Context: an optimization exercise on an open-source flow, tuned for small area, a short achievable clock period and few clock cycles per item. The choices shown serve that exercise and are no tape-out recipe. The RTL was checked by simulation tests, not by an equivalence proof against the original design. Power and IR drop assume default switching activity.

v19:
Design glade_div, start of the top module:
module glade_div (
    input  wire        clk,
    input  wire        rst,
    input  wire        start,
    input  wire [1:0]  op,
    input  wire [63:0] a,
    input  wire [63:0] b,
    output wire        ready,
    output wire        done,
    output wire [63:0] result
);
Size: ~210 flip-flops.
make LEC_CHECK=0 CAP_MARGIN=20 CORE_MARGIN=2 CORE_UTILIZATION=40 GPL_TIMING_DRIVEN=0 PLACE_DENSITY=0.6 SETUP_SLACK_MARGIN=0.35 SLEW_MARGIN=20 finish   # period 5.0 ns
run.sh (not shown) runs the stock make flow with config.mk's settings and CLKGATE_MAP_FILE= SYNTH_SCRIPT=/design/flow/synth_recipe.tcl, a recipe that flattens the netlist after the stock synthesis.
v19 completed every stage of the flow, and the final layout passed the timing, DRC and antenna checks.
Testbench counts of v19, summed over its fixed seeds: cycles 24,582, items 2,400.
The inputs of v25 differ from those of v19 as listed below.
Settings: changing SETUP_SLACK_MARGIN from 0.35 to 0.2.
Notes after the runs:
v25 vs. v19: sequential share of layout area barely changed; net count of the finished layout shrank by about 1%; worst-case setup margin in the final layout moved down; worst clock skew +16 ps.

* * *

Another version of the RTL of glade_div (not shown whole).
For scale: ~3700 cells after synthesis, about 200 I/O pins, about 29000 um^2 of cells after synthesis.
clock: 5.0 ns
lec_check: 0
cap_margin: 20
core_margin: 2
core_utilization: 40
gpl_timing_driven: 0
place_density: 0.6
setup_slack_margin: 0.2
slew_margin: 20
tns_end_percent: 30
The baseline finished with timing, DRC and antenna clean.
Testbench counts at the start, summed over its fixed seeds: cycles 24,582, items 2,400.
Edit:
Settings changed: CORE_UTILIZATION 40 to 35, PLACE_DENSITY 0.6 to 0.5, SETUP_SLACK_MARGIN 0.2 to 0.3, TNS_END_PERCENT 30 to unset.
After rerunning: Area after synthesis does not change; global-route usage decreases by 2.8 points; sequential power barely changes; final cell count increases by about 3%; register-to-register slack gets better by 0.06 ns; via count decreases by about 1%; routed wire length increases by about 5%; synthesized cell count is unchanged; sequential share of layout area decreases by 0.14 points.
Edit:
Settings changed: CORE_UTILIZATION 35 to 40, PLACE_DENSITY 0.5 to 0.6, SETUP_SLACK_MARGIN 0.3 to 0.2.
Effect: The new run finished with timing, DRC and antenna clean; via count goes up by 1.4%; global-route usage goes up by 2.8 points; clock-buffer cell count does not change; wire length goes down by 5.0%; synthesized cell count stays the same; sequential cell count does not change; worst setup slack degrades by 0.081 ns; area after synthesis does not change.
Edit:
Settings changed: CORE_UTILIZATION 40 to 30, PLACE_DENSITY 0.6 to 0.45.
Count of clock-buffer cells in the layout went up by 11.
Routed wire length went up by about 9%.
Final area went up by 1.6%.
Critical path depth went up by 14.
Sequential power went up by about 2%.
Setup slack gets better by 0.052 ns.
Core utilization went down by 11 points.

* * *

## run 1
Another version of the RTL of glade_div (not shown whole).
Size: about 210 flip-flops, about 200 I/O pins.
export LEC_CHECK = 0
export CAP_MARGIN = 20
export CORE_MARGIN = 2
export CORE_UTILIZATION = 40
export GPL_TIMING_DRIVEN = 0
export PLACE_DENSITY = 0.6
export SETUP_SLACK_MARGIN = 0.8
export SLEW_MARGIN = 20
create_clock -name core_clock -period 5.0 [get_ports {clk}]
Testbench counts of run 1, summed over its fixed seeds: cycles 24,582, items 2,400.
For run 2, these inputs were changed with respect to run 1:
Settings: SETUP_SLACK_MARGIN changed from 0.8 to 0.5.
==> comparison <==
- A endpoint of the worst setup timing path of rem[61] is what run 2 shows, while rdy belongs to run 1.
- Worst-path cell with the longest stage delay: sky130_fd_sc_hd__a211o_4 -> run 2, sky130_fd_sc_hd__or4_4 -> run 1
- In run 2, the relative contribution of the clock network to total power came out 0.7 points above the value in run 1.
- Run 1 -> run 2: routability congestion estimate increased by a few percent
- Share of the clock period used by the worst path after layout | run 2 above run 1
- [compare] base=run 1 new=run 2: aggregate routed wire length went down by 4900 µm; critical path depth went up by 3; worst path setup slack after routing went down by 63 ps; final design instance area without fill went down by 5.0%.
Changes in run 3 relative to run 2:
Settings: a change of SETUP_SLACK_MARGIN from 0.5 to 0.2.
[summary]
- Run 3 finished all stages; the layout is clean.
- Run 2 finished all stages; the layout is clean.
- Count of clock-buffer cells in the layout | run 3 below run 2
- Global-route usage ended up 1.2 points lower on run 3 than on run 2.
- Total cell area at the placement stage essentially unchanged between run 3 and run 2.
- The lower power per standard cell area came out of run 3.
- The standard cells in run 3 occupy less silicon area than those in run 2 do.
- Relative to run 2, total power decreased by 5.4% in run 3.
- NOTE: portion of total power attributed to the clock network in run 3 exceeds that of run 2
- Run 3: shortest period the worst path allows 94 ps above run 2
The inputs of run 4 differ from those of run 3 as listed below.
Settings: GPL_TIMING_DRIVEN no longer set, was 0; SETUP_SLACK_MARGIN no longer set, was 0.2.
Run 4 against run 3: internal portion of total power saw an increase; post-layout minimum cycle time saw an increase; share of the clock period used by the worst path saw an increase; clock power share saw an increase. Relative to run 3, worst path arrival time has gone up in run 4. Area of placed instances grows by a little under 10% when moving from run 3 to run 4. Via-per-instance ratio in run 4 is about 4.4% below run 3.

==> what the ideal ports hide <==
Ports are ideal in the flow. The routed layouts listed here were re-timed in OpenROAD.
Step 1 (the two cells are an assumption about what drives the block):
set clk [get_ports {clk}]
set_driving_cell -lib_cell sky130_fd_sc_hd__clkbuf_16 $clk
set_driving_cell -lib_cell sky130_fd_sc_hd__buf_2 [delete_from_list [all_inputs] $clk]
Step 2 adds t to the input delays and takes it off the output delays; t is the mean of the earliest and latest rising clock arrival at the registers after step 1. Input paths then give back, and output paths get back, about the clock's delay inside the block.
a / b / c = ideal / step 1 / step 2; a / b = the first two.
| run | shift t [ns] | setup slack, ns | pins driven straight from the clock port |
|---|---|---|---|
| v19 | 0.642 | 0.195 / 0.215 / -0.427 | 1 |
| v25 | 0.657 | 0.058 / 0.075 / -0.582 | 1 |
| the first run of note 2 | 0.680 | 0.137 / 0.072 / -0.263 | 1 |
| the second run of note 2 | 0.669 | 0.305 / 0.277 / -0.217 | 1 |
| the third run of note 2 | 0.686 | 0.224 / 0.158 / -0.301 | 1 |
| the fourth run of note 2 | 0.681 | 0.276 / 0.223 / -0.363 | 1 |
| run 1 | 0.661 | 0.432 / 0.446 / -0.193 | 1 |
| run 2 | 0.659 | 0.370 / 0.370 / -0.121 | 1 |
| run 3 | 0.639 | 0.276 / 0.226 / -0.333 | 1 |
| run 4 | 0.646 | 0.107 / 0.152 / -0.490 | 1 |
With both steps, setup timing fails in every run listed, where it was met with ideal ports. The setup slack of v25, which loses most, moves by +0.017 ns with the drivers and by -0.640 ns with both steps.
